This is an optimization exercise on Yosys and OpenROAD, whose aim is small area, a short achievable clock period and few clock cycles per item, not a production implementation. No run shown here included a check of the RTL's function; only the layout flow was run.

[flow/config.mk]
export PLATFORM = sky130hd
export DESIGN_NAME = kw_unwrap
export DESIGN_NICKNAME = kw_unwrap
export VERILOG_FILES = /design/flow/design.v
export SDC_FILE = /design/flow/constraint.sdc
export NUM_CORES = 8
export LEC_CHECK = 0
export CAP_MARGIN = 20
export CORE_MARGIN = 2
export CORE_UTILIZATION = 25
export SETUP_SLACK_MARGIN = 1.0
export SLEW_MARGIN = 20
export SYNTH_HIERARCHICAL = 1
[flow/flow/run.sh]
#!/bin/bash
# The standard layout (the standard.sh: ORFS synthesis to finish), with
# two changes in how it is made:
#  - the port buffers that global placement inserts on every input and
#    output are the smallest buffer (buf_1) instead of clkdlybuf4s50_1;
#  - clock tree synthesis inserts no dummy loads.
# ORFS writes each step's full log under orfs/logs/; make's own output goes
# to flow.log here.
set -euo pipefail
export BUFFER_PORTS_ARGS="-buffer_cell sky130_fd_sc_hd__buf_1"
export CTS_ARGS="-sink_clustering_enable -repair_clock_nets -dont_use_dummy_load"
bash standard.sh finish > flow.log 2>&1
[flow/constraint.sdc]
create_clock -name core_clock -period 8.0 [get_ports {clk}]
set_input_delay 1.6000 -clock core_clock [delete_from_list [all_inputs] [get_ports {clk}]]
set_output_delay 1.6000 -clock core_clock [all_outputs]
set_load 0.01 [all_outputs]
[flow/design.v]
module aes_sbox (
    input  wire [7:0] a,
    output wire [7:0] y
);
    wire t0, t1, t2, t3, t4, t5, t6, t7, t8, t9, t10, t11, t12, t13, t14, t15, t16, t17, t18, t19, t20, t21, t22, t23, t24, t25, t26, t27, t28, t29, t30, M1, M2, M3, M4, M5, M6, M7, M8, M9, M10, M11, M12, M13, M14, M15, M16, M17, M18, M19, M20, M21, M22, M23, M46, M47, M48, M49, M50, M51, M52, M53, M54, M55, M56, M57, M58, M59, M60, M61, M62, M63, b0, b1, b2, b3, b4, b5, b6, b7, b8, b9, b10, b11, b12, b13, b14, b15, b16, b17, b18, b19, b20, b21, b22, b23, b24, b25, b26, b27, b28, b29, b30, b31, b32, b33, b34, b35, b36, M37, M38, M39, M40, M41, M42, M43, M44, M45;
    sx2 g0 (.a(a[1]), .b(a[3]), .y(t0));
    sx2 g1 (.a(a[5]), .b(a[6]), .y(t1));
    sx2 g2 (.a(a[2]), .b(a[7]), .y(t2));
    sx2 g3 (.a(a[0]), .b(t1), .y(t3));
    sx2 g4 (.a(a[4]), .b(a[7]), .y(t4));
    sx2 g5 (.a(t0), .b(t4), .y(t5));
    sx2 g6 (.a(a[6]), .b(t0), .y(t6));
    sx2 g7 (.a(a[5]), .b(t2), .y(t7));
    sx2 g8 (.a(a[2]), .b(a[4]), .y(t8));
    sx2 g9 (.a(a[2]), .b(a[5]), .y(t9));
    sx2 g10 (.a(a[1]), .b(a[4]), .y(t10));
    sx2 g11 (.a(a[1]), .b(a[7]), .y(t11));
    sx2 g12 (.a(a[0]), .b(a[2]), .y(t12));
    sx2 g13 (.a(t2), .b(t10), .y(t13));
    sx2 g14 (.a(a[4]), .b(t2), .y(t14));
    sx2 g15 (.a(a[1]), .b(t2), .y(t15));
    sx2 g16 (.a(t1), .b(t8), .y(t16));
    sx2 g17 (.a(t0), .b(t9), .y(t17));
    sx2 g18 (.a(a[3]), .b(t7), .y(t18));
    sx2 g19 (.a(a[0]), .b(t5), .y(t19));
    sx2 g20 (.a(a[4]), .b(t7), .y(t20));
    sx2 g21 (.a(t1), .b(t5), .y(t21));
    sx2 g22 (.a(t3), .b(t15), .y(t22));
    sx2 g23 (.a(t6), .b(t14), .y(t23));
    sx2 g24 (.a(t0), .b(t7), .y(t24));
    sx2 g25 (.a(a[2]), .b(t6), .y(t25));
    sx2 g26 (.a(t0), .b(t16), .y(t26));
    sx2 g27 (.a(t6), .b(t12), .y(t27));
    sx2 g28 (.a(a[7]), .b(t3), .y(t28));
    sx2 g29 (.a(a[1]), .b(t3), .y(t29));
    sx2 g30 (.a(a[4]), .b(t3), .y(t30));
    snand2 g31 (.a(t13), .b(t5), .y(M1));
    snand2 g32 (.a(t22), .b(t19), .y(M2));
    sxn2 g33 (.a(t23), .b(M1), .y(M3));
    snand2 g34 (.a(t30), .b(a[0]), .y(M4));
    sx2 g35 (.a(M4), .b(M1), .y(M5));
    snand2 g36 (.a(t11), .b(t17), .y(M6));
    snand2 g37 (.a(t29), .b(t3), .y(M7));
    sxn2 g38 (.a(t18), .b(M6), .y(M8));
    snand2 g39 (.a(t28), .b(t27), .y(M9));
    sx2 g40 (.a(M9), .b(M6), .y(M10));
    snand2 g41 (.a(t4), .b(t25), .y(M11));
    snand2 g42 (.a(t8), .b(t20), .y(M12));
    sx2 g43 (.a(M12), .b(M11), .y(M13));
    snand2 g44 (.a(t2), .b(t21), .y(M14));
    sx2 g45 (.a(M14), .b(M11), .y(M15));
    sxn2 g46 (.a(M3), .b(M2), .y(M16));
    sx2 g47 (.a(M5), .b(t26), .y(M17));
    sxn2 g48 (.a(M8), .b(M7), .y(M18));
    sx2 g49 (.a(M10), .b(M15), .y(M19));
    sx2 g50 (.a(M16), .b(M13), .y(M20));
    sx2 g51 (.a(M17), .b(M15), .y(M21));
    sx2 g52 (.a(M18), .b(M13), .y(M22));
    sx2 g53 (.a(M19), .b(t24), .y(M23));
    gf16_inv_0000_000000000 u_inv (.d({M23, M22, M21, M20}), .m({M45, M44, M43, M42, M41, M40, M39, M38, M37}));
    snand2 g54 (.a(M44), .b(t5), .y(M46));
    snand2 g55 (.a(M40), .b(t19), .y(M47));
    snand2 g56 (.a(M39), .b(a[0]), .y(M48));
    snand2 g57 (.a(M43), .b(t17), .y(M49));
    snand2 g58 (.a(M38), .b(t3), .y(M50));
    snand2 g59 (.a(M37), .b(t27), .y(M51));
    snand2 g60 (.a(M42), .b(t25), .y(M52));
    snand2 g61 (.a(M45), .b(t20), .y(M53));
    snand2 g62 (.a(M41), .b(t21), .y(M54));
    snand2 g63 (.a(M44), .b(t13), .y(M55));
    snand2 g64 (.a(M40), .b(t22), .y(M56));
    snand2 g65 (.a(M39), .b(t30), .y(M57));
    snand2 g66 (.a(M43), .b(t11), .y(M58));
    snand2 g67 (.a(M38), .b(t29), .y(M59));
    snand2 g68 (.a(M37), .b(t28), .y(M60));
    snand2 g69 (.a(M42), .b(t4), .y(M61));
    snand2 g70 (.a(M45), .b(t8), .y(M62));
    snand2 g71 (.a(M41), .b(t2), .y(M63));
    sx2 g72 (.a(M56), .b(M61), .y(b0));
    sxn2 g73 (.a(M62), .b(b0), .y(b1));
    sx2 g74 (.a(M46), .b(M49), .y(b2));
    sx2 g75 (.a(M54), .b(M58), .y(b3));
    sx2 g76 (.a(M50), .b(M53), .y(b4));
    sx2 g77 (.a(M48), .b(M60), .y(b5));
    sx2 g78 (.a(M51), .b(M59), .y(b6));
    sx2 g79 (.a(M47), .b(M50), .y(b7));
    sxn2 g80 (.a(M55), .b(b7), .y(b8));
    sx2 g81 (.a(M46), .b(M52), .y(b9));
    sxn2 g82 (.a(M61), .b(b6), .y(b10));
    sxn2 g83 (.a(M62), .b(b10), .y(b11));
    sx2 g84 (.a(b3), .b(b5), .y(b12));
    sxn2 g85 (.a(M55), .b(b1), .y(b13));
    sx2 g86 (.a(M48), .b(M51), .y(b14));
    sx2 g87 (.a(M61), .b(M63), .y(b15));
    sx2 g88 (.a(M48), .b(M58), .y(b16));
    sx2 g89 (.a(M49), .b(M52), .y(b17));
    sxn2 g90 (.a(M57), .b(b2), .y(b18));
    sx2 g91 (.a(M47), .b(M53), .y(b19));
    sx2 g92 (.a(b2), .b(b8), .y(b20));
    sx2 g93 (.a(b8), .b(b14), .y(b21));
    sx2 g94 (.a(b9), .b(b15), .y(b22));
    sx2 g95 (.a(b2), .b(b16), .y(b23));
    sxn2 g96 (.a(b12), .b(b22), .y(b24));
    sxn2 g97 (.a(b11), .b(b23), .y(b25));
    sx2 g98 (.a(b1), .b(b21), .y(b26));
    sx2 g99 (.a(b4), .b(b17), .y(b27));
    sx2 g100 (.a(b1), .b(b12), .y(b28));
    sx2 g101 (.a(b4), .b(b11), .y(b29));
    sx2 g102 (.a(b9), .b(b19), .y(b30));
    sx2 g103 (.a(b1), .b(b20), .y(b31));
    sx2 g104 (.a(b4), .b(b18), .y(b32));
    sxn2 g105 (.a(b13), .b(b30), .y(b33));
    sx2 g106 (.a(b28), .b(b32), .y(b34));
    sxn2 g107 (.a(b3), .b(b29), .y(b35));
    sx2 g108 (.a(b13), .b(b27), .y(b36));
    assign y[7] = b36;
    assign y[6] = b33;
    assign y[5] = b24;
    assign y[4] = b31;
    assign y[3] = b26;
    assign y[2] = b34;
    assign y[1] = b35;
    assign y[0] = b25;
endmodule
module sx2 (input wire a, input wire b, output wire y);
    assign y = a ^ b;
endmodule
module sxn2 (input wire a, input wire b, output wire y);
    assign y = ~(a ^ b);
endmodule
module snand2 (input wire a, input wire b, output wire y);
    assign y = ~(a & b);
endmodule
module snor2 (input wire a, input wire b, output wire y);
    assign y = ~(a | b);
endmodule
module gf16_inv_0000_000000000 (
    input  wire [3:0] d,
    output wire [8:0] m
);
    assign m[0] = (d[0] & d[1]) | (d[1] & ~d[3]) | (d[0] & ~d[2] & d[3]) | (d[0] & d[2] & ~d[3]);
    assign m[1] = (d[1] & d[2]) | (~d[0] & d[1]) | (d[0] & d[2] & d[3]) | (d[0] & ~d[1] & ~d[2] & ~d[3]);
    assign m[2] = (~d[1] & d[3]) | (d[2] & d[3]) | (~d[0] & d[1] & d[2]) | (d[0] & ~d[1] & d[2]);
    assign m[3] = (~d[2] & d[3]) | (d[0] & d[3]) | (d[0] & d[1] & d[2]) | (~d[0] & ~d[1] & d[2] & ~d[3]);
    assign m[4] = (~d[0] & d[1] & ~d[3]) | (~d[1] & ~d[2] & d[3]) | (~d[0] & d[1] & d[2]) | (d[0] & ~d[1] & ~d[2]) | (d[0] & ~d[2] & d[3]) | (~d[0] & d[2] & ~d[3]);
    assign m[5] = (d[0] & d[1] & ~d[2]) | (~d[1] & d[2] & d[3]) | (~d[0] & ~d[1] & d[3]) | (d[0] & d[1] & ~d[3]) | (d[1] & ~d[2] & ~d[3]) | (~d[0] & d[2] & d[3]);
    assign m[6] = (d[0] & ~d[1]) | (d[0] & ~d[2]) | (~d[0] & d[1] & d[3]);
    assign m[7] = (~d[0] & d[2]) | (d[2] & ~d[3]) | (d[1] & ~d[2] & d[3]);
    assign m[8] = (~d[1] & d[2] & d[3]) | (d[0] & d[1] & ~d[3]) | (d[0] & ~d[1] & ~d[2]) | (~d[0] & d[2] & ~d[3]);
endmodule
module gf16_inv_0000_111110011 (
    input  wire [3:0] d,
    output wire [8:0] m
);
    assign m[0] = (~d[0] & ~d[1]) | (~d[0] & d[3]) | (~d[1] & ~d[2] & ~d[3]) | (~d[1] & d[2] & d[3]);
    assign m[1] = (~d[0] & ~d[1]) | (d[0] & d[1] & ~d[2]) | (~d[1] & ~d[2] & d[3]) | (~d[1] & d[2] & ~d[3]);
    assign m[2] = (d[1] & ~d[2]) | (~d[2] & ~d[3]) | (~d[0] & ~d[1] & ~d[3]) | (d[0] & d[1] & ~d[3]);
    assign m[3] = (~d[2] & ~d[3]) | (~d[0] & d[1] & ~d[3]) | (~d[0] & d[2] & d[3]) | (d[0] & ~d[1] & ~d[3]);
    assign m[4] = (d[0] & d[2]) | (~d[1] & d[2] & d[3]) | (d[0] & d[1] & ~d[3]) | (~d[0] & d[1] & ~d[2] & d[3]) | (~d[0] & ~d[1] & ~d[2] & ~d[3]);
    assign m[5] = (d[0] & d[1] & ~d[2]) | (~d[1] & d[2] & d[3]) | (~d[0] & ~d[1] & d[3]) | (d[0] & d[1] & ~d[3]) | (d[1] & ~d[2] & ~d[3]) | (~d[0] & d[2] & d[3]);
    assign m[6] = (d[0] & ~d[1]) | (d[0] & ~d[2]) | (~d[0] & d[1] & d[3]);
    assign m[7] = (~d[2] & ~d[3]) | (~d[1] & ~d[2]) | (d[0] & d[2] & d[3]);
    assign m[8] = (d[1] & d[3]) | (~d[0] & ~d[2]) | (d[0] & ~d[1] & d[2] & ~d[3]);
endmodule
module aes_inv_sbox (
    input  wire [7:0] a,
    output wire [7:0] y
);
    wire t0, t1, t2, t3, t4, t5, t6, t7, t8, t9, t10, t11, t12, t13, t14, t15, t16, t17, t18, t19, t20, t21, t22, t23, t24, t25, t26, t27, t28, t29, M1, M2, M3, M4, M5, M6, M7, M8, M9, M10, M11, M12, M13, M14, M15, M16, M17, M18, M19, M20, M21, M22, M23, M46, M47, M48, M49, M50, M51, M52, M53, M54, M55, M56, M57, M58, M59, M60, M61, M62, M63, b0, b1, b2, b3, b4, b5, b6, b7, b8, b9, b10, b11, b12, b13, b14, b15, b16, b17, b18, b19, b20, b21, b22, b23, b24, b25, b26, b27, b28, b29, b30, b31, b32, b33, b34, b35, b36, b37, b38, b39, M37, M38, M39, M40, M41, M42, M43, M44, M45;
    sx2 g0 (.a(a[4]), .b(a[6]), .y(t0));
    sx2 g1 (.a(a[0]), .b(a[1]), .y(t1));
    sx2 g2 (.a(a[3]), .b(a[4]), .y(t2));
    sx2 g3 (.a(a[3]), .b(a[6]), .y(t3));
    sx2 g4 (.a(a[2]), .b(a[7]), .y(t4));
    sx2 g5 (.a(t0), .b(t1), .y(t5));
    sx2 g6 (.a(a[6]), .b(a[7]), .y(t6));
    sx2 g7 (.a(a[7]), .b(t0), .y(t7));
    sx2 g8 (.a(t1), .b(t3), .y(t8));
    sx2 g9 (.a(a[0]), .b(a[7]), .y(t9));
    sx2 g10 (.a(a[1]), .b(a[2]), .y(t10));
    sx2 g11 (.a(a[0]), .b(a[5]), .y(t11));
    sx2 g12 (.a(a[0]), .b(a[3]), .y(t12));
    sx2 g13 (.a(a[1]), .b(a[5]), .y(t13));
    sx2 g14 (.a(a[2]), .b(a[5]), .y(t14));
    sxn2 g15 (.a(a[4]), .b(a[7]), .y(t15));
    sx2 g16 (.a(a[5]), .b(t4), .y(t16));
    sx2 g17 (.a(t1), .b(t2), .y(t17));
    sx2 g18 (.a(t1), .b(t6), .y(t18));
    sxn2 g19 (.a(t3), .b(t9), .y(t19));
    sx2 g20 (.a(t2), .b(t10), .y(t20));
    sx2 g21 (.a(a[5]), .b(t2), .y(t21));
    sx2 g22 (.a(a[0]), .b(t2), .y(t22));
    sx2 g23 (.a(t0), .b(t11), .y(t23));
    sxn2 g24 (.a(t3), .b(t13), .y(t24));
    sxn2 g25 (.a(t0), .b(t14), .y(t25));
    sxn2 g26 (.a(t4), .b(t5), .y(t26));
    sx2 g27 (.a(t4), .b(t8), .y(t27));
    sxn2 g28 (.a(a[5]), .b(t5), .y(t28));
    sx2 g29 (.a(a[3]), .b(t7), .y(t29));
    snor2 g30 (.a(t18), .b(t25), .y(M1));
    snor2 g31 (.a(t15), .b(t7), .y(M2));
    sxn2 g32 (.a(t27), .b(M1), .y(M3));
    snor2 g33 (.a(t5), .b(t16), .y(M4));
    sx2 g34 (.a(M4), .b(M1), .y(M5));
    snand2 g35 (.a(t17), .b(t24), .y(M6));
    snor2 g36 (.a(t0), .b(t22), .y(M7));
    sx2 g37 (.a(t23), .b(M6), .y(M8));
    snor2 g38 (.a(t8), .b(t28), .y(M9));
    sxn2 g39 (.a(M9), .b(M6), .y(M10));
    snand2 g40 (.a(t2), .b(t26), .y(M11));
    snor2 g41 (.a(t29), .b(t20), .y(M12));
    sxn2 g42 (.a(M12), .b(M11), .y(M13));
    snor2 g43 (.a(t6), .b(t19), .y(M14));
    sxn2 g44 (.a(M14), .b(M11), .y(M15));
    sx2 g45 (.a(M3), .b(M2), .y(M16));
    sxn2 g46 (.a(M5), .b(t12), .y(M17));
    sx2 g47 (.a(M8), .b(M7), .y(M18));
    sx2 g48 (.a(M10), .b(M15), .y(M19));
    sx2 g49 (.a(M16), .b(M13), .y(M20));
    sx2 g50 (.a(M17), .b(M15), .y(M21));
    sx2 g51 (.a(M18), .b(M13), .y(M22));
    sxn2 g52 (.a(M19), .b(t21), .y(M23));
    gf16_inv_0000_111110011 u_inv (.d({M23, M22, M21, M20}), .m({M45, M44, M43, M42, M41, M40, M39, M38, M37}));
    snor2 g53 (.a(M44), .b(t25), .y(M46));
    snor2 g54 (.a(M40), .b(t7), .y(M47));
    snor2 g55 (.a(M39), .b(t16), .y(M48));
    snand2 g56 (.a(M43), .b(t24), .y(M49));
    snor2 g57 (.a(M38), .b(t22), .y(M50));
    snor2 g58 (.a(M37), .b(t28), .y(M51));
    snand2 g59 (.a(M42), .b(t26), .y(M52));
    snor2 g60 (.a(M45), .b(t20), .y(M53));
    snor2 g61 (.a(M41), .b(t19), .y(M54));
    snor2 g62 (.a(M44), .b(t18), .y(M55));
    snor2 g63 (.a(M40), .b(t15), .y(M56));
    snor2 g64 (.a(M39), .b(t5), .y(M57));
    snand2 g65 (.a(M43), .b(t17), .y(M58));
    snor2 g66 (.a(M38), .b(t0), .y(M59));
    snor2 g67 (.a(M37), .b(t8), .y(M60));
    snand2 g68 (.a(M42), .b(t2), .y(M61));
    snor2 g69 (.a(M45), .b(t29), .y(M62));
    snor2 g70 (.a(M41), .b(t6), .y(M63));
    sx2 g71 (.a(M52), .b(M61), .y(b0));
    sx2 g72 (.a(M50), .b(b0), .y(b1));
    sxn2 g73 (.a(M54), .b(M58), .y(b2));
    sx2 g74 (.a(M62), .b(b2), .y(b3));
    sx2 g75 (.a(M59), .b(b1), .y(b4));
    sx2 g76 (.a(M48), .b(M56), .y(b5));
    sx2 g77 (.a(M47), .b(M60), .y(b6));
    sx2 g78 (.a(b5), .b(b6), .y(b7));
    sx2 g79 (.a(M57), .b(M63), .y(b8));
    sx2 g80 (.a(M46), .b(M51), .y(b9));
    sxn2 g81 (.a(M49), .b(b7), .y(b10));
    sx2 g82 (.a(M51), .b(M59), .y(b11));
    sx2 g83 (.a(M48), .b(M59), .y(b12));
    sx2 g84 (.a(M55), .b(M63), .y(b13));
    sx2 g85 (.a(M49), .b(M58), .y(b14));
    sxn2 g86 (.a(M58), .b(b5), .y(b15));
    sxn2 g87 (.a(M49), .b(b11), .y(b16));
    sxn2 g88 (.a(M55), .b(M61), .y(b17));
    sx2 g89 (.a(M46), .b(b12), .y(b18));
    sx2 g90 (.a(b8), .b(b15), .y(b19));
    sx2 g91 (.a(M47), .b(b9), .y(b20));
    sx2 g92 (.a(M53), .b(b14), .y(b21));
    sx2 g93 (.a(b0), .b(b16), .y(b22));
    sx2 g94 (.a(b0), .b(b18), .y(b23));
    sx2 g95 (.a(M53), .b(b9), .y(b24));
    sx2 g96 (.a(M54), .b(b13), .y(b25));
    sx2 g97 (.a(b8), .b(b17), .y(b26));
    sx2 g98 (.a(M57), .b(b3), .y(b27));
    sx2 g99 (.a(b10), .b(b25), .y(b28));
    sx2 g100 (.a(M62), .b(b21), .y(b29));
    sx2 g101 (.a(b1), .b(b10), .y(b30));
    sx2 g102 (.a(b19), .b(b24), .y(b31));
    sx2 g103 (.a(b3), .b(b22), .y(b32));
    sx2 g104 (.a(b3), .b(b20), .y(b33));
    sx2 g105 (.a(b3), .b(b23), .y(b34));
    sx2 g106 (.a(b4), .b(b28), .y(b35));
    sx2 g107 (.a(b4), .b(b31), .y(b36));
    sx2 g108 (.a(b4), .b(b33), .y(b37));
    sx2 g109 (.a(b4), .b(b29), .y(b38));
    sx2 g110 (.a(b27), .b(b30), .y(b39));
    assign y[7] = b32;
    assign y[6] = b35;
    assign y[5] = b39;
    assign y[4] = b34;
    assign y[3] = b36;
    assign y[2] = b37;
    assign y[1] = b38;
    assign y[0] = b26;
endmodule
module aes_inv_mixcol (
    input  wire [31:0] c,
    output wire [31:0] y
);
    wire m0, m1, m2, m3, m4, m5, m6, m7, m8, m9, m10, m11, m12, m13, m14, m15, m16, m17, m18, m19, m20, m21, m22, m23, m24, m25, m26, m27, m28, m29, m30, m31, m32, m33, m34, m35, m36, m37, m38, m39, m40, m41, m42, m43, m44, m45, m46, m47, m48, m49, m50, m51, m52, m53, m54, m55, m56, m57, m58, m59, m60, m61, m62, m63, m64, m65, m66, m67, m68, m69, m70, m71, m72, m73, m74, m75, m76, m77, m78, m79, m80, m81, m82, m83, m84, m85, m86, m87, m88, m89, m90, m91, m92, m93, m94, m95, m96, m97, m98, m99, m100, m101, m102, m103, m104, m105, m106, m107, m108, m109, m110, m111, m112, m113, m114, m115, m116, m117, m118, m119, m120, m121, m122, m123, m124, m125, m126, m127, m128, m129, m130, m131, m132, m133, m134, m135, m136, m137, m138, m139, m140, m141, m142, m143, m144, m145, m146, m147, m148, m149, m150, m151, m152, m153, m154, m155, m156, m157, m158, m159, m160, m161, m162, m163, m164, m165, m166, m167, m168, m169, m170, m171, m172, m173, m174, m175, m176, m177, m178, m179;
    sx2 x0 (.a(c[5]), .b(c[21]), .y(m0));
    sx2 x1 (.a(c[13]), .b(c[29]), .y(m1));
    sx2 x2 (.a(c[14]), .b(c[30]), .y(m2));
    sx2 x3 (.a(c[6]), .b(c[22]), .y(m3));
    sx2 x4 (.a(m0), .b(m1), .y(m4));
    sx2 x5 (.a(c[3]), .b(c[31]), .y(m5));
    sx2 x6 (.a(c[15]), .b(c[19]), .y(m6));
    sx2 x7 (.a(c[7]), .b(c[23]), .y(m7));
    sx2 x8 (.a(c[18]), .b(m2), .y(m8));
    sx2 x9 (.a(c[26]), .b(m3), .y(m9));
    sx2 x10 (.a(c[16]), .b(m4), .y(m10));
    sx2 x11 (.a(c[1]), .b(c[17]), .y(m11));
    sx2 x12 (.a(c[9]), .b(c[25]), .y(m12));
    sx2 x13 (.a(c[11]), .b(c[27]), .y(m13));
    sx2 x14 (.a(c[12]), .b(c[28]), .y(m14));
    sx2 x15 (.a(c[4]), .b(c[20]), .y(m15));
    sx2 x16 (.a(c[8]), .b(c[24]), .y(m16));
    sx2 x17 (.a(c[2]), .b(c[10]), .y(m17));
    sx2 x18 (.a(m7), .b(m13), .y(m18));
    sx2 x19 (.a(m5), .b(m6), .y(m19));
    sx2 x20 (.a(m8), .b(m9), .y(m20));
    sx2 x21 (.a(c[0]), .b(c[31]), .y(m21));
    sx2 x22 (.a(c[0]), .b(m16), .y(m22));
    sx2 x23 (.a(m4), .b(m12), .y(m23));
    sx2 x24 (.a(m14), .b(m15), .y(m24));
    sx2 x25 (.a(c[7]), .b(m11), .y(m25));
    sx2 x26 (.a(m18), .b(m19), .y(m26));
    sx2 x27 (.a(m17), .b(m20), .y(m27));
    sx2 x28 (.a(m10), .b(m22), .y(m28));
    sx2 x29 (.a(c[15]), .b(c[23]), .y(m29));
    sx2 x30 (.a(c[7]), .b(c[15]), .y(m30));
    sx2 x31 (.a(c[23]), .b(c[27]), .y(m31));
    sx2 x32 (.a(m2), .b(m21), .y(m32));
    sx2 x33 (.a(c[31]), .b(m24), .y(m33));
    sx2 x34 (.a(c[15]), .b(c[16]), .y(m34));
    sx2 x35 (.a(m5), .b(m31), .y(m35));
    sx2 x36 (.a(c[2]), .b(m11), .y(m36));
    sx2 x37 (.a(m2), .b(m30), .y(m37));
    sx2 x38 (.a(m1), .b(m7), .y(m38));
    sx2 x39 (.a(m3), .b(m29), .y(m39));
    sx2 x40 (.a(c[25]), .b(m3), .y(m40));
    sx2 x41 (.a(m7), .b(m16), .y(m41));
    sx2 x42 (.a(m2), .b(m15), .y(m42));
    sx2 x43 (.a(c[10]), .b(m5), .y(m43));
    sx2 x44 (.a(c[17]), .b(m17), .y(m44));
    sx2 x45 (.a(c[11]), .b(m6), .y(m45));
    sx2 x46 (.a(m3), .b(m14), .y(m46));
    sx2 x47 (.a(m8), .b(m14), .y(m47));
    sx2 x48 (.a(m1), .b(m19), .y(m48));
    sx2 x49 (.a(m9), .b(m15), .y(m49));
    sx2 x50 (.a(m25), .b(m43), .y(m50));
    sx2 x51 (.a(m0), .b(m18), .y(m51));
    sx2 x52 (.a(m23), .b(m47), .y(m52));
    sx2 x53 (.a(m23), .b(m49), .y(m53));
    sx2 x54 (.a(c[1]), .b(c[9]), .y(m54));
    sx2 x55 (.a(c[12]), .b(c[20]), .y(m55));
    sx2 x56 (.a(c[4]), .b(c[21]), .y(m56));
    sx2 x57 (.a(c[11]), .b(c[28]), .y(m57));
    sx2 x58 (.a(c[20]), .b(c[28]), .y(m58));
    sx2 x59 (.a(c[5]), .b(c[29]), .y(m59));
    sx2 x60 (.a(c[6]), .b(c[30]), .y(m60));
    sx2 x61 (.a(c[10]), .b(c[12]), .y(m61));
    sx2 x62 (.a(c[9]), .b(c[24]), .y(m62));
    sx2 x63 (.a(c[14]), .b(c[21]), .y(m63));
    sx2 x64 (.a(c[12]), .b(c[29]), .y(m64));
    sx2 x65 (.a(c[7]), .b(c[31]), .y(m65));
    sx2 x66 (.a(c[17]), .b(c[24]), .y(m66));
    sx2 x67 (.a(c[6]), .b(c[13]), .y(m67));
    sx2 x68 (.a(c[10]), .b(c[25]), .y(m68));
    sx2 x69 (.a(c[13]), .b(c[30]), .y(m69));
    sx2 x70 (.a(c[14]), .b(c[22]), .y(m70));
    sx2 x71 (.a(c[1]), .b(c[8]), .y(m71));
    sx2 x72 (.a(c[22]), .b(c[30]), .y(m72));
    sx2 x73 (.a(c[0]), .b(c[24]), .y(m73));
    sx2 x74 (.a(c[3]), .b(c[7]), .y(m74));
    sx2 x75 (.a(c[2]), .b(c[4]), .y(m75));
    sx2 x76 (.a(c[6]), .b(c[14]), .y(m76));
    sx2 x77 (.a(c[8]), .b(c[23]), .y(m77));
    sx2 x78 (.a(m0), .b(m70), .y(m78));
    sx2 x79 (.a(c[8]), .b(m21), .y(m79));
    sx2 x80 (.a(m2), .b(m17), .y(m80));
    sx2 x81 (.a(m11), .b(m61), .y(m81));
    sx2 x82 (.a(c[28]), .b(m56), .y(m82));
    sx2 x83 (.a(c[1]), .b(m21), .y(m83));
    sx2 x84 (.a(m6), .b(m13), .y(m84));
    sx2 x85 (.a(c[2]), .b(m54), .y(m85));
    sx2 x86 (.a(c[26]), .b(m74), .y(m86));
    sx2 x87 (.a(m3), .b(m13), .y(m87));
    sx2 x88 (.a(c[13]), .b(m58), .y(m88));
    sx2 x89 (.a(m0), .b(m29), .y(m89));
    sx2 x90 (.a(c[29]), .b(m63), .y(m90));
    sx2 x91 (.a(c[4]), .b(m64), .y(m91));
    sx2 x92 (.a(m3), .b(m65), .y(m92));
    sx2 x93 (.a(c[5]), .b(m55), .y(m93));
    sx2 x94 (.a(c[19]), .b(m12), .y(m94));
    sx2 x95 (.a(c[21]), .b(m67), .y(m95));
    sx2 x96 (.a(m11), .b(m62), .y(m96));
    sx2 x97 (.a(c[5]), .b(m69), .y(m97));
    sx2 x98 (.a(c[9]), .b(m34), .y(m98));
    sx2 x99 (.a(m6), .b(m31), .y(m99));
    sx2 x100 (.a(c[23]), .b(m66), .y(m100));
    sx2 x101 (.a(c[22]), .b(m59), .y(m101));
    sx2 x102 (.a(m34), .b(m68), .y(m102));
    sx2 x103 (.a(m12), .b(m71), .y(m103));
    sx2 x104 (.a(c[15]), .b(m72), .y(m104));
    sx2 x105 (.a(m9), .b(m98), .y(m105));
    sx2 x106 (.a(c[18]), .b(m87), .y(m106));
    sx2 x107 (.a(c[20]), .b(m35), .y(m107));
    sx2 x108 (.a(m32), .b(m44), .y(m108));
    sx2 x109 (.a(m46), .b(m97), .y(m109));
    sx2 x110 (.a(m39), .b(m96), .y(m110));
    sx2 x111 (.a(m81), .b(m99), .y(m111));
    sx2 x112 (.a(m40), .b(m44), .y(m112));
    sx2 x113 (.a(m37), .b(m103), .y(m113));
    sx2 x114 (.a(m30), .b(m78), .y(m114));
    sx2 x115 (.a(m45), .b(m75), .y(m115));
    sx2 x116 (.a(m35), .b(m94), .y(m116));
    sx2 x117 (.a(m25), .b(m40), .y(m117));
    sx2 x118 (.a(m32), .b(m100), .y(m118));
    sx2 x119 (.a(m12), .b(m86), .y(m119));
    sx2 x120 (.a(m83), .b(m102), .y(m120));
    sx2 x121 (.a(m9), .b(m84), .y(m121));
    sx2 x122 (.a(m24), .b(m38), .y(m122));
    sx2 x123 (.a(m8), .b(m41), .y(m123));
    sx2 x124 (.a(m41), .b(m85), .y(m124));
    sx2 x125 (.a(m4), .b(m39), .y(m125));
    sx2 x126 (.a(m38), .b(m76), .y(m126));
    sx2 x127 (.a(m42), .b(m101), .y(m127));
    sx2 x128 (.a(c[23]), .b(m36), .y(m128));
    sx2 x129 (.a(m42), .b(m95), .y(m129));
    sx2 x130 (.a(m37), .b(m73), .y(m130));
    sx2 x131 (.a(m16), .b(m92), .y(m131));
    sx2 x132 (.a(m60), .b(m89), .y(m132));
    sx2 x133 (.a(m46), .b(m90), .y(m133));
    sx2 x134 (.a(m32), .b(m77), .y(m134));
    sx2 x135 (.a(m4), .b(m79), .y(m135));
    sx2 x136 (.a(m8), .b(m45), .y(m136));
    sx2 x137 (.a(m80), .b(m116), .y(m137));
    sx2 x138 (.a(m112), .b(m123), .y(m138));
    sx2 x139 (.a(m33), .b(m114), .y(m139));
    sx2 x140 (.a(m10), .b(m130), .y(m140));
    sx2 x141 (.a(m48), .b(m93), .y(m141));
    sx2 x142 (.a(m36), .b(m107), .y(m142));
    sx2 x143 (.a(m10), .b(m134), .y(m143));
    sx2 x144 (.a(m20), .b(m124), .y(m144));
    sx2 x145 (.a(m51), .b(m88), .y(m145));
    sx2 x146 (.a(m26), .b(m127), .y(m146));
    sx2 x147 (.a(m26), .b(m129), .y(m147));
    sx2 x148 (.a(m50), .b(m57), .y(m148));
    sx2 x149 (.a(m10), .b(m113), .y(m149));
    sx2 x150 (.a(m26), .b(m133), .y(m150));
    sx2 x151 (.a(m104), .b(m122), .y(m151));
    sx2 x152 (.a(m33), .b(m132), .y(m152));
    sx2 x153 (.a(m22), .b(m125), .y(m153));
    sx2 x154 (.a(m119), .b(m136), .y(m154));
    sx2 x155 (.a(m33), .b(m126), .y(m155));
    sx2 x156 (.a(m26), .b(m109), .y(m156));
    sx2 x157 (.a(m20), .b(m120), .y(m157));
    sx2 x158 (.a(m105), .b(m108), .y(m158));
    sx2 x159 (.a(m117), .b(m135), .y(m159));
    sx2 x160 (.a(m25), .b(m115), .y(m160));
    sx2 x161 (.a(m50), .b(m106), .y(m161));
    sx2 x162 (.a(m10), .b(m110), .y(m162));
    sx2 x163 (.a(m48), .b(m82), .y(m163));
    sx2 x164 (.a(m23), .b(m118), .y(m164));
    sx2 x165 (.a(m121), .b(m128), .y(m165));
    sx2 x166 (.a(m10), .b(m131), .y(m166));
    sx2 x167 (.a(m51), .b(m91), .y(m167));
    sx2 x168 (.a(m52), .b(m142), .y(m168));
    sx2 x169 (.a(m28), .b(m161), .y(m169));
    sx2 x170 (.a(m53), .b(m148), .y(m170));
    sx2 x171 (.a(m53), .b(m111), .y(m171));
    sx2 x172 (.a(m28), .b(m154), .y(m172));
    sx2 x173 (.a(m28), .b(m137), .y(m173));
    sx2 x174 (.a(m52), .b(m160), .y(m174));
    sx2 x175 (.a(m27), .b(m163), .y(m175));
    sx2 x176 (.a(m27), .b(m167), .y(m176));
    sx2 x177 (.a(m27), .b(m145), .y(m177));
    sx2 x178 (.a(m28), .b(m165), .y(m178));
    sx2 x179 (.a(m27), .b(m141), .y(m179));
    assign y[0] = m166;
    assign y[1] = m164;
    assign y[2] = m157;
    assign y[3] = m178;
    assign y[4] = m168;
    assign y[5] = m175;
    assign y[6] = m146;
    assign y[7] = m152;
    assign y[8] = m140;
    assign y[9] = m159;
    assign y[10] = m144;
    assign y[11] = m173;
    assign y[12] = m170;
    assign y[13] = m176;
    assign y[14] = m156;
    assign y[15] = m155;
    assign y[16] = m153;
    assign y[17] = m149;
    assign y[18] = m158;
    assign y[19] = m169;
    assign y[20] = m174;
    assign y[21] = m179;
    assign y[22] = m147;
    assign y[23] = m139;
    assign y[24] = m143;
    assign y[25] = m162;
    assign y[26] = m138;
    assign y[27] = m172;
    assign y[28] = m171;
    assign y[29] = m177;
    assign y[30] = m150;
    assign y[31] = m151;
endmodule
module kw_unwrap (
    input  wire         clk,
    input  wire         rst,       
    input  wire         start,     
    input  wire [127:0] kek,       
    input  wire [191:0] wrapped,   
    output wire         busy,
    output wire         done,      
    output wire         ok,        
    output wire [127:0] key        
);
    localparam [63:0] KW_IV = 64'hA6A6A6A6A6A6A6A6;
    reg         busy_r;
    reg         done_r;
    reg         kexp;     
    reg         first;    
    reg [3:0]   rnd;      
    reg [3:0]   t;        
    reg [127:0] st;       
    reg [63:0]  ro;       
    reg [127:0] rk;       
    reg [127:0] kl;       
    wire accept = start && !busy_r;
    genvar gb, gc, gr;
    wire last   = !kexp && (rnd == 4'd0);
    assign busy = busy_r;
    assign done = done_r;
    assign ok   = (st[127:64] == KW_IV);
    assign key  = {st[63:0], ro};
    wire [31:0]  w0 = rk[127:96];
    wire [31:0]  w1 = rk[95:64];
    wire [31:0]  w2 = rk[63:32];
    wire [31:0]  w3 = rk[31:0];
    wire [31:0]  v3 = w3 ^ w2;    
    wire [31:0]  v2 = w2 ^ w1;
    wire [31:0]  v1 = w1 ^ w0;
    wire [31:0]  rot = {v3[23:0], v3[31:24]};
    wire [31:0]  sw_out;
    generate
        for (gb = 0; gb < 4; gb = gb + 1) begin : g_sbox
            aes_sbox u_sbox (.a(rot[8*gb +: 8]), .y(sw_out[8*gb +: 8]));
        end
    endgenerate
    wire [9:0]   rd = {rnd == 4'd9, rnd == 4'd8, rnd == 4'd7, rnd == 4'd6, rnd == 4'd5,
                       rnd == 4'd4, rnd == 4'd3, rnd == 4'd2, rnd == 4'd1, rnd == 4'd0};
    wire [7:0]   rcon = {rd[7], rd[6], rd[5] | rd[9], rd[4] | rd[8] | rd[9],
                         rd[3] | rd[8], rd[2] | rd[9], rd[1] | rd[8] | rd[9], rd[0] | rd[8]};
    wire [31:0]  temp = sw_out ^ {rcon, 24'h000000};
    wire [31:0]  n0 = w0 ^ temp;
    wire         fin = kexp && (rnd == 4'd9);    
    wire [31:0]  n2 = v2 ^ n0;
    wire [127:0] key_step = {n0, v1 ^ (temp & {32{kexp}}), v2 ^ (n0 & {32{kexp}}),
                             v3 ^ (n2 & {32{fin}})};
    wire [127:0] key_prev = {n0, v1, v2, v3};
    wire         step12 = (t == 4'd12);
    wire [127:0] blk = (step12 ? {kl[127:64] ^ 64'd12, kl[63:0]}
                               : {st[127:64] ^ {60'd0, t}, ro}) ^ rk;
    wire [127:0] imc;
    generate
        for (gc = 0; gc < 4; gc = gc + 1) begin : g_imc
            aes_inv_mixcol u_imc (.c(st[32*gc +: 32]), .y(imc[32*gc +: 32]));
        end
    endgenerate
    wire [127:0] x = first ? blk : imc;
    wire [127:0] isr;
    generate
        for (gc = 0; gc < 4; gc = gc + 1) begin : g_col
            for (gr = 0; gr < 4; gr = gr + 1) begin : g_row
                assign isr[127 - 8*(gr + 4*((gc + gr) % 4)) -: 8] =
                       x[127 - 8*(gr + 4*gc) -: 8];
            end
        end
    endgenerate
    wire [127:0] isb;
    generate
        for (gb = 0; gb < 16; gb = gb + 1) begin : g_isbox
            aes_inv_sbox u_isbox (.a(isr[8*gb +: 8]), .y(isb[8*gb +: 8]));
        end
    endgenerate
    wire [127:0] ark = isb ^ key_prev;
    always @(posedge clk) begin
        if (rst) begin
            busy_r <= 1'b0;
            done_r <= 1'b0;
            kexp   <= 1'b0;
            first  <= 1'b0;
        end else begin
            done_r <= 1'b0;
            if (accept) begin
                busy_r <= 1'b1;
                kexp   <= 1'b1;
                first  <= 1'b0;
                rnd    <= 4'd0;
                t      <= 4'd12;
            end else if (busy_r) begin
                if (kexp) begin
                    if (rnd == 4'd9) begin
                        kexp  <= 1'b0;
                        first <= 1'b1;
                    end else begin
                        rnd <= rnd + 4'd1;
                    end
                end else begin
                    first <= (rnd == 4'd0) && (t != 4'd1);
                    if (rnd == 4'd0) begin
                        rnd <= 4'd9;
                        t   <= t - 4'd1;
                        if (t == 4'd1) begin
                            busy_r <= 1'b0;
                            done_r <= 1'b1;
                        end
                    end else begin
                        rnd <= rnd - 4'd1;
                    end
                end
            end
        end
    end
    always @(posedge clk) begin
        if (accept)
            rk <= {kek[127:32], kek[63:32] ^ kek[31:0]};
        else if (last)
            rk <= kl;
        else
            rk <= key_step;
    end
    always @(posedge clk) begin
        if (accept)
            kl <= {wrapped[191:128], wrapped[63:0]};
        else if (first && step12)
            kl <= rk;
    end
    always @(posedge clk) begin
        st <= ark;
        if (accept)
            ro <= wrapped[127:64];
        else if (first && !step12)
            ro <= st[63:0];
    end
endmodule
[flow/standard.sh]
#!/bin/bash
# synth_recipe.tcl (not shown) runs the flow's synth.tcl, then flattens the netlist and writes it again
# the make line also repeats each setting of config.mk as NAME=value (left out here)
make -C /OpenROAD-flow-scripts/flow DESIGN_CONFIG=/design/flow/config.mk WORK_HOME=/design/flow/orfs CLKGATE_MAP_FILE= SYNTH_SCRIPT=/design/flow/synth_recipe.tcl "${@:-finish}"
==> flow_metrics.py, run 1 <==
metrics = {
    "status": {
        "outcome": "finished clean",
    },
    "floorplanning": {
        "ios": 454,
        "die_h_um": 479,
        "die-area_mm2": 0.229,
        "rows": 174,
        "core_region_area_mm2": 0.224,
        "die_w_um": 479,
        "start_util": 0.251,
    },
    "placed_design": {
        "placedCellCount": 9886,
        "globalplace.congestion": 1.02,
        "hpwl_um": 206000,
        "io_buffers": 453,
    },
    "yosys": {
        "synth_nets": 7096,
        "yosysMostFrequentCell": "xor2_1",
        "synth_ff_type": "dfxtp_1",
        "synth-edff-count": 200,
        "synth_top_area_frac": 0.328,
        "syn_avg_cell_area_um2": 8.33,
        "yosys_warnings": 7,
        "synth_top_cell_by_area": "xor2_1",
        "ys_types": 78,
        "ys_seq_area_frac": 0.199,
        "synthesis.area_mm2": 0.0563,
        "syn_inst": 6766,
        "synth_common_cells": "xor2_1 (2110), nand2_1 (968), xnor2_1 (748), nor2_1 (493), buf_4 (427)",
        "synth-seq-cells": 460,
        "synth-async-reset-ratio": 0,
        "ys_top_cells_by_area": "xor2_1 (33%), xnor2_1 (12%), edfxtp_1 (11%), dfxtp_1 (9.2%), nand2_1 (6.4%)",
    },
    "global_routing": {
        "grt_antenna_before_repair": 13,
        "grt_util_met2": 0.324,
        "grtUsageMet1": 0.269,
        "grt_max_degree": 166,
        "grt_overflow": 0,
        "grt_pass1_wl_um": 344000,
        "grtUsageMet3": 0.0275,
        "grt_use_total": 0.208,
        "grt_pass1_vias": 45974,
        "grt_most_used_layer": "met2",
    },
    "timing": {
        "rsz0062_at_grt": "yes",
        "finalClockSkew_ns": 0.0528,
        "timing_hold_violations_final": 0,
        "maxSlewHeadroom": 0.184,
        "finalSetupViolCount": 0,
        "worst-slew-pin-transition_ns": 1.22,
        "tns_ns": 0,
        "min_period_ns": 6.79,
        "slew_viol_final": 0,
        "final.period_utilization": 0.849,
        "fmax_mhz": 147,
    },
    "cts": {
        "cts_root_buf": "clkbuf_16",
        "clkTransAtPathRegs_ns": 0.06,
        "cts_tree": "done",
        "cts_buffers": 61,
        "cts_sinks": 460,
        "clock_path_buffers": 3,
        "hold_buffers": 0,
        "htree_levels": 2,
        "worstSkewPairLatency_ns": 0.71,
    },
    "finish": {
        "n_fill_cell": 24101,
        "final_nets": 7295,
        "drive_above_1_share": 0.107,
        "fin_cells": 9961,
        "areaGrowthSynthToFinish_pct": 11.2,
    },
    "worst_setup_path": {
        "r2r-start": "st[101]$_DFF_P_",
        "reg2reg_to": "st[41]$_DFF_P_",
        "rrSetupSlack_ns": 1.21,
        "startpoint": "st[101]$_DFF_P_",
        "crit_path_max_incr_delay_ns": 0.42,
        "cp_max_fo": 8,
        "worstRegToRegCells": 24,
        "start_kind": "register",
        "worstSetupEndpointType": "register",
        "path_buf_inv": 2,
        "critPathKind": "register to register",
        "critPathSlowestCell": "xor2_1",
        "path_cells": "buf_4 > xor2_2 > xor2_2 > xor2_2 > xor2_1 > xor2_1 > mux2_2 > xor2_1 > buf_4 > xor2_1 > xnor2_1 > nand2_1 > xnor2_2 > xor2_2 > xnor2_4 > nand2b_1 > a21oi_1 > a211oi_2 > nand2_1 > xor2_2 > xor2_1 > xor2_2 > xor2_1 > xnor2_1",
        "cp_top_family": "XOR/XNOR gates",
        "cp.arrival_ns": 7.31,
        "cp.required_ns": 8.52,
    },
    "run": {
        "maxCapViolCount": 0,
    },
    "worst_hold_path": {
        "hold_class": "register to register",
        "min_from": "kl[67]$_DFFE_PP_",
        "min_delay_path_depth": 2,
        "holdPathEnd": "rk[67]$_DFF_P_",
    },
    "detailed_routing": {
        "via_count": 47529,
        "wl_per_cell_um": 25.1,
        "drtAntennaViolNets": 0,
        "vias_per_cell": 4.77,
        "finalWirelength_um": 250000,
        "dr.pass1.iters": 6,
        "drc": 0,
        "first_iter_violations": 4742,
    },
}
==> registers in the layout (all words and copies together), names as in the netlist <==
signal / cells
t: 4
kl: 128
kexp: 1
rk: 128
st: 128
ro: 64
done_r: 1
first: 1
busy_r: 1
rnd: 4
==> per-module statistics from Yosys (local to each module, per instance) <==
module	times used	area [µm²]
kw_unwrap	1	26500
aes_inv_mixcol	4	240
gf16_inv_0000_111110011	16	235
gf16_inv_0000_000000000	4	233
aes_inv_sbox	16	60.1
aes_sbox	4	60.1
sx2	2064	8.76
sxn2	328	8.76
snand2	204	3.75
snor2	336	3.75
==> final cells by class <==
cell class / instances / area [µm²] / area share
inverters: 45 / 169 / 0.00270
diodes: 6 / 15.0 / 0.000240
clock buffers: 61 / 1530 / 0.0244
multi-input cells: 5637 / 41900 / 0.668
well taps: 2992 / 3740 / 0.0598
repair buffers: 760 / 4110 / 0.0656
flip-flops and latches: 460 / 11200 / 0.179
==> how the worst max path moves through the flow <==
stage | to | cells after the start
2_1_floorplan | st[102]$_DFF_P_ | 24
3_3_place_gp | st[5]$_DFF_P_ | 23
3_5_place_dp | st[5]$_DFF_P_ | 22
4_1_cts | st[41]$_DFF_P_ | 23
5_1_grt | st[41]$_DFF_P_ | 24
6_report | st[41]$_DFF_P_ | 24
==> kinds of logic after synthesis <==
| family | after synthesis | share of synthesized area |
|---|---|---|
| fa+ha+maj | 7 | 0.00155 |
| buf+inv | 669 | 0.0772 |
| flops | 460 | 0.199 |
| xor+xnor | 2886 | 0.455 |
| simple gates | 1800 | 0.140 |
| mux | 252 | 0.0475 |
| compound gates | 692 | 0.0798 |
==> cells in the final DEF, fill, tap and decap left out, types with 73 or more instances in the layout <==
| cell type | netlist | final |
|---|---|---|
| xnor2_1 | 748 | 719 |
| a21oi_1 | 205 | 205 |
| o21ai_1 | 87 | 87 |
| mux2_2 | 124 | 124 |
| dfxtp_1 | 260 | 245 |
| a31oi_1 | 73 | 73 |
| edfxtp_1 | 200 | 200 |
| nor2_1 | 493 | 493 |
| mux2i_1 | 128 | 128 |
| xor2_2 | 0 | 85 |
| buf_1 | 8 | 453 |
| xor2_1 | 2110 | 2022 |
| nand2_1 | 968 | 967 |
| buf_4 | 427 | 298 |
==> tightest hold or removal path: stages (launching register included) <==
cell	delay, ns
edfxtp_1	0.34
o22ai_1	0.09
o21ai_1	0.11
==> stage by stage <==
stage / utilization / setup WS [ns] / hold slack [ns] / cell area (µm²)
6_report: 0.279 / 1.21 / 0.571 / 62600
2_1_floorplan: - / 1.79 / 0.501 / 56400
3_5_place_dp: 0.267 / 0.540 / 0.560 / 60000
5_1_grt: 0.279 / 0.909 / 0.611 / 62600
3_3_place_gp: 0.267 / 0.644 / 0.548 / 60000
4_1_cts: 0.275 / 0.843 / 0.575 / 61700
==> repair_timing <==
| item | 4_1_cts | 5_1_grt |
|---|---|---|
| endpoints found under the hold margin | 0 | 0 |
| gates resized for setup | 24 | 119 |
| setup endpoints to repair | 68 | 142 |
| buffers inserted | 4 | 4 |
| pin swaps | 0 | 3 |
==> routing by layer <==
layer  up-vias  wire, µm
li1      21886         -
met1     23078    105000
met2      2071    109000
met3       494     16200
met4         0     19500
met5         -         0
==> run 2: changes to the inputs <==
--- a/flow/config.mk
+++ b/flow/config.mk
@@ -8,6 +8,6 @@
 export CAP_MARGIN = 20
 export CORE_MARGIN = 2
 export CORE_UTILIZATION = 25
-export SETUP_SLACK_MARGIN = 1.0
+export SETUP_SLACK_MARGIN = 1.25
 export SLEW_MARGIN = 20
 export SYNTH_HIERARCHICAL = 1
==> run 2 against run 1 <==
  * Global-route usage is essentially flat
  * Setup slack gained 0.18 ns
  * Design area grew 1.1%
  * Maximum frequency grew 2.7%
  * Critical path type unchanged
  * Sequential cell count is the same
  * Still clean
==> flow_metrics.py, run 2 <==
metrics = {
    "detailed_routing": {
        "wl_per_cell_um": 25.1,
        "drtAntennaViolNets": 0,
        "via_count": 47737,
        "first_iter_violations": 4643,
        "drc": 0,
        "finalWirelength_um": 250000,
        "vias_per_cell": 4.78,
        "dr.pass1.iters": 6,
    },
    "yosys": {
        "synth-seq-cells": 460,
        "ys_seq_area_frac": 0.199,
        "synth_top_cell_by_area": "xor2_1",
        "ys_types": 78,
        "yosysMostFrequentCell": "xor2_1",
        "synth_common_cells": "xor2_1 (2110), nand2_1 (968), xnor2_1 (748), nor2_1 (493), buf_4 (427)",
        "syn_inst": 6766,
        "ys_top_cells_by_area": "xor2_1 (33%), xnor2_1 (12%), edfxtp_1 (11%), dfxtp_1 (9.2%), nand2_1 (6.4%)",
        "synth_ff_type": "dfxtp_1",
        "synthesis.area_mm2": 0.0563,
        "yosys_warnings": 7,
        "synth-edff-count": 200,
        "synth-async-reset-ratio": 0,
        "syn_avg_cell_area_um2": 8.33,
        "synth_nets": 7096,
        "synth_top_area_frac": 0.328,
    },
    "finish": {
        "final_area_mm2": 0.0634,
        "n_fill_cell": 24025,
        "areaGrowthSynthToFinish_pct": 12.4,
        "final_cell_mix": "xor2_1 (1965), nand2_1 (967), xnor2_1 (712)",
        "drive_above_1_share": 0.120,
        "fin_cells": 9978,
        "seqCellArea_mm2": 0.0112,
        "final_nets": 7314,
        "layout_commonest_cell": "xor2_1",
        "reg_top3": "kl (128), rk (128), st (128)",
        "multi_input_area_mm2": 0.0424,
    },
    "global_routing": {
        "grt_antenna_before_repair": 10,
        "grt_max_degree": 166,
        "grt_use_total": 0.208,
        "grt_pass1_wl_um": 345000,
        "grt_overflow": 0,
        "grt_pass1_vias": 46087,
    },
    "cts": {
        "hold_buffers": 0,
        "htree_levels": 2,
        "clock_path_buffers": 3,
        "cts_tree": "done",
        "cts_buffers": 61,
        "clkTransAtPathRegs_ns": 0.06,
        "worstSkewPairLatency_ns": 0.70,
        "cts_sinks": 460,
        "cts_root_buf": "clkbuf_16",
    },
    "worst_hold_path": {
        "hold_class": "register to register",
    },
    "floorplanning": {
        "core_region_area_mm2": 0.224,
        "ios": 454,
        "start_util": 0.251,
        "rows": 174,
        "die_h_um": 479,
        "die-area_mm2": 0.229,
        "die_w_um": 479,
    },
    "timing": {
        "min_period_ns": 6.61,
        "worst-slew-pin-transition_ns": 1.20,
        "tns_ns": 0,
        "holdWs_ns": 0.579,
        "final.period_utilization": 0.827,
        "fmax_mhz": 151,
        "timing_hold_violations_final": 0,
        "maxSlewHeadroom": 0.198,
        "rsz0062_at_grt": "yes",
        "finalSetupViolCount": 0,
        "finalClockSkew_ns": 0.0544,
        "slew_viol_final": 0,
    },
    "placed_design": {
        "globalplace.congestion": 1.02,
        "io_buffers": 453,
        "placedCellCount": 9886,
        "hpwl_um": 206000,
        "placed_area_mm2": 0.0600,
    },
    "worst_setup_path": {
        "critPathSlowestCell": "edfxtp_1",
        "path_common_cell": "xor2_1",
        "cp.required_ns": 8.50,
        "crit_path_max_incr_delay_ns": 0.54,
        "start_kind": "register",
        "critPathKind": "register to register",
        "path_cells": "inv_1 > ha_1 > nand3_4 > buf_12 > buf_4 > mux2i_1 > xnor2_1 > mux2_2 > xor2_1 > xor2_2 > xnor2_1 > nand2_1 > xnor2_1 > xor2_2 > xnor2_4 > nand2b_1 > a21oi_1 > or2_1 > nor2_1 > xor2_1 > xor2_1 > xor2_1 > xor2_1 > xnor2_1",
        "worstSetupEndpointType": "register",
        "cp_max_fo": 13,
        "cp.arrival_ns": 7.11,
    },
    "run": {
        "maxCapViolCount": 0,
    },
    "status": {
        "outcome": "finished clean",
    },
}
## run 2: metal layers
layer / wire [µm] / up-vias / global-route usage
li1: - / 21866 / -
met1: 103000 / 23222 / 0.269
met2: 110000 / 2145 / 0.324
met3: 17300 / 504 / 0.0278
met4: 19900 / 0 / 0.137
met5: 0 / - / 0
## run 2: worst paths after layout
path | from | to | slack (ns) | cells past startpoint
hold reg to reg | kl[71]$_DFFE_PP_ | rk[71]$_DFF_P_ | 0.58 | 2
setup reg to reg | t[0]$_SDFFCE_PP0P_ | st[12]$_DFF_P_ | 1.39 | 24
hold / removal | kl[71]$_DFFE_PP_ | rk[71]$_DFF_P_ | 0.58 | 2
setup / recovery | t[0]$_SDFFCE_PP0P_ | st[12]$_DFF_P_ | 1.39 | 24
## run 2: kinds of logic (layout without fill, tap and decap cells)
kind of cell | Yosys count | after routing | share of synthesized area
xor gates and xnor gates | 2886 | 2886 | 0.455
adders and majority gates | 7 | 7 | 0.00155
AOI/OAI and AO/OA | 692 | 692 | 0.0798
DFF | 460 | 460 | 0.199
muxes | 252 | 252 | 0.0475
other | 0 | 4 | 0
and+or+nand+nor | 1800 | 1800 | 0.140
buffers and inverters | 669 | 885 | 0.0772
## run 2: per-module statistics from Yosys, one instance, submodules excluded, a selection
module,cell area (µm²),times used
snand2,3.75,204
gf16_inv_0000_000000000,233,4
sx2,8.76,2064
aes_sbox,60.1,4
snor2,3.75,336
aes_inv_sbox,60.1,16
sxn2,8.76,328
## run 2: timing repair
action                                 4_1_cts  5_1_grt
resized for setup                           61      166
setup buffers                               20        7
setup endpoints to repair                  120      170
pin swaps                                    9       12
endpoints found under the hold margin        0        0
## run 2: layout make-up
cell class	count	area share
multi-input cells	5637	0.669
flip-flops and latches	460	0.177
repair buffers	779	0.0671
well taps	2992	0.0591
clock buffers	61	0.0241
inverters	45	0.00267
diodes	4	0.000158
## run 2: metrics by stage
stage                util  setup WS, ns
floorplan               -          1.79
global placement    0.267         0.644
detailed placement  0.267         0.540
CTS                 0.277          1.17
global route        0.282          1.11
finish              0.282          1.39
## run 2: worst max-delay path: cells and delay by family (launching register included)
family / cells / cell delay (ns)
mux: 2 / 0.45
flops: 1 / 0.54
compound gates: 1 / 0.12
buf+inv: 3 / 0.49
fa+ha+maj: 1 / 0.24
simple gates: 5 / 1.24
xor+xnor: 12 / 3.31
==> run 3: changes to the inputs <==
--- a/flow/config.mk
+++ b/flow/config.mk
@@ -8,6 +8,6 @@
 export CAP_MARGIN = 20
 export CORE_MARGIN = 2
 export CORE_UTILIZATION = 25
-export SETUP_SLACK_MARGIN = 1.25
+export SETUP_SLACK_MARGIN = 1.75
 export SLEW_MARGIN = 20
 export SYNTH_HIERARCHICAL = 1
==> run 3 against run 2 <==
  * Still clean on timing, DRC and antenna
  * Wire length is 1.8% higher
  * Sequential share of layout area is 0.92 points lower
  * Non-clock buffer count is 113 higher
  * Via count is 1.4% higher
  * Synthesized cell count stayed put
  * Highest routed layer is now met5
  * First-iteration DRC count is 0.50% higher
==> flow_metrics.py, run 3 <==
metrics = {
    "status": {
        "outcome": "finished clean",
    },
    "worst_setup_path": {
        "r2r-start": "st[30]$_DFF_P_",
        "crit_path_max_incr_delay_ns": 0.38,
        "critPathSlowestCell": "mux2_2",
        "start_kind": "register",
        "cp_max_fo": 15,
        "cp.required_ns": 8.55,
        "startpoint": "st[30]$_DFF_P_",
        "path_common_cell": "xor2_1",
        "worstSetupEndpointType": "register",
        "cp.arrival_ns": 6.65,
        "critPathKind": "register to register",
    },
    "timing": {
        "finalClockSkew_ns": 0.0572,
        "slew_viol_final": 0,
        "maxSlewHeadroom": 0.204,
        "finalSetupViolCount": 0,
        "worst-slew-pin-transition_ns": 1.18,
        "holdWs_ns": 0.578,
        "tns_ns": 0,
        "final.period_utilization": 0.762,
        "timing_hold_violations_final": 0,
        "fmax_mhz": 164,
        "min_period_ns": 6.10,
        "rsz0062_at_grt": "yes",
    },
    "placed_design": {
        "hpwl_um": 206000,
        "io_buffers": 453,
        "placed_area_mm2": 0.0600,
        "globalplace.congestion": 1.02,
    },
    "yosys": {
        "synth_common_cells": "xor2_1 (2110), nand2_1 (968), xnor2_1 (748), nor2_1 (493), buf_4 (427)",
        "ys_types": 78,
        "synth-async-reset-ratio": 0,
        "synth_nets": 7096,
        "synth_top_area_frac": 0.328,
        "synth-edff-count": 200,
        "yosys_warnings": 7,
        "synth_ff_type": "dfxtp_1",
        "ys_top_cells_by_area": "xor2_1 (33%), xnor2_1 (12%), edfxtp_1 (11%), dfxtp_1 (9.2%), nand2_1 (6.4%)",
        "syn_avg_cell_area_um2": 8.33,
        "synthesis.area_mm2": 0.0563,
        "yosysMostFrequentCell": "xor2_1",
        "synth-seq-cells": 460,
        "synth_top_cell_by_area": "xor2_1",
        "ys_seq_area_frac": 0.199,
        "syn_inst": 6766,
    },
    "cts": {
        "clkTransAtPathRegs_ns": 0.06,
        "cts_sinks": 460,
        "cts_buffers": 61,
        "htree_levels": 2,
        "cts_root_buf": "clkbuf_16",
        "cts_tree": "done",
        "clock_path_buffers": 3,
        "worstSkewPairLatency_ns": 0.71,
    },
    "global_routing": {
        "grt_use_total": 0.209,
        "grt_overflow": 0,
        "grt_max_degree": 166,
        "grt_pass1_wl_um": 347000,
        "grt_pass1_vias": 46543,
        "grt_antenna_before_repair": 15,
    },
    "finish": {
        "final_nets": 7427,
        "multi_input_area_mm2": 0.0453,
        "areaGrowthSynthToFinish_pct": 19.4,
        "reg_top3": "kl (128), rk (128), st (128)",
        "seqCellArea_mm2": 0.0113,
        "drive_above_1_share": 0.178,
        "layout_commonest_cell": "xor2_1",
        "final_cell_mix": "xor2_1 (1780), nand2_1 (963), xnor2_1 (656)",
        "n_fill_cell": 23609,
        "final_area_mm2": 0.0673,
    },
    "detailed_routing": {
        "first_iter_violations": 4666,
        "drtAntennaViolNets": 0,
        "drc": 0,
        "wl_per_cell_um": 25.2,
        "finalWirelength_um": 255000,
        "vias_per_cell": 4.80,
        "dr.pass1.iters": 6,
        "via_count": 48405,
    },
    "floorplanning": {
        "die_w_um": 479,
        "start_util": 0.251,
        "core_region_area_mm2": 0.224,
        "rows": 174,
        "die-area_mm2": 0.229,
        "die_h_um": 479,
        "ios": 454,
    },
    "worst_hold_path": {
        "hold_class": "register to register",
        "min_from": "kl[67]$_DFFE_PP_",
    },
    "run": {
        "maxCapViolCount": 0,
    },
}
[run 3: cell count changes in the layout (fill, tap and decap cells not counted), moves of 17 or more]
cell,before,now
xor2_2,131,241
nor2_1,492,475
xor2_4,14,89
dfxtp_1,237,199
xor2_1,1965,1780
xnor2_1,712,656
mux2_4,1,21
dfxtp_2,21,46
mux2_2,123,103
xnor2_2,35,87
buf_4,317,422
[run 3: what timing repair did]
action	CTS	global route
cloned	0	2
setup buffers	37	101
hold buffers	0	0
gates resized for setup	244	420
pin swaps	27	114
endpoints found under the setup margin	219	200
[run 3: final cells by class]
cell class	count	share of cell area
antenna	5	0.000186
clock buffer	61	0.0227
inverter	45	0.00268
multi-input combinational	5637	0.673
sequential	460	0.168
tap	2992	0.0556
timing repair buffer	892	0.0773
[run 3: worst paths after layout]
kind                            slack [ns]        endpoint  cells past startpoint
worst max register to register        1.90  st[77]$_DFF_P_                     27
worst min register to register        0.58  rk[67]$_DFF_P_                      2
worst max-delay path                  1.90  st[77]$_DFF_P_                     27
worst min-delay path                  0.58  rk[67]$_DFF_P_                      2
[run 3: logic make-up (layout without fill, tap and decap cells)]
| group | count (synthesis) | after routing | synth area share |
|---|---|---|---|
| buffers and inverters | 669 | 998 | 0.0772 |
| and+or+nand+nor | 1800 | 1800 | 0.140 |
| AOI/OAI and AO/OA | 692 | 692 | 0.0798 |
| muxes | 252 | 252 | 0.0475 |
| DFF | 460 | 460 | 0.199 |
| xor gates and xnor gates | 2886 | 2886 | 0.455 |
| other | 0 | 5 | 0 |
| adders and majority gates | 7 | 7 | 0.00155 |
[run 3: metal layers]
layer  track usage  routed length (µm)  vias to the layer above
li1              -                   -                    21944
met1         0.270              103000                    23598
met2         0.326              112000                     2271
met3        0.0290               18700                      588
met4         0.139               20900                        4
met5             0                  22                        -
[run 3: worst max-delay path: cells and delay by family (launching register included)]
kind            cells  cell delay, ns
compound gates      2            0.37
xor+xnor           16            3.39
buf+inv             5            0.97
flops               1            0.30
mux                 1            0.38
simple gates        3            0.52
[run 3: Yosys stat by module (local to each module, per instance), excerpt]
module	copies in the design	cells inside	flops+latches
snor2	336	1	0
sxn2	328	1	0
snand2	204	1	0
aes_inv_mixcol	4	32	0
gf16_inv_0000_000000000	4	37	0
kw_unwrap	1	2822	460
aes_sbox	4	8	0
[run 3: per-stage QoR]
stage          worst slack, ns  utilization  instances
5_1_grt                   1.66        0.300      10089
4_1_cts                   1.62        0.283       9984
6_report                  1.90        0.300      10092
3_3_place_gp             0.644        0.267       9886
3_5_place_dp             0.540        0.267       9886
2_1_floorplan             1.79            -       6766

[separate check: timing with driven ports]
No port has a modelled driver above. Below, the same layouts with a new extraction and two added sets of constraints.
Step 1, drivers: a clkbuf_16 drives clk and a buf_2 each remaining input, both assumed.
Step 2 also shifts input and output timing later by t, the mid clock arrival at the registers, as if the neighbouring blocks saw the same clock.
Slacks: ideal / step 1 / step 2; pairs: ideal / step 1.
run | shift t [ns] | setup WS [ns] | worst hold slack (ns) | worst setup path at the end | worst slew at a driven data input, ns
run 1 | 0.757 | 1.208 / 1.208 / 1.208 | 0.571 / 0.571 / 0.571 | register to register | 0.13
run 2 | 0.750 | 1.385 / 1.385 / 1.385 | 0.579 / 0.579 / 0.579 | register to register | 0.12
run 3 | 0.752 | 1.901 / 1.901 / 1.901 | 0.578 / 0.578 / 0.578 | register to register | 0.13
After both steps setup and hold are still met in every run listed.
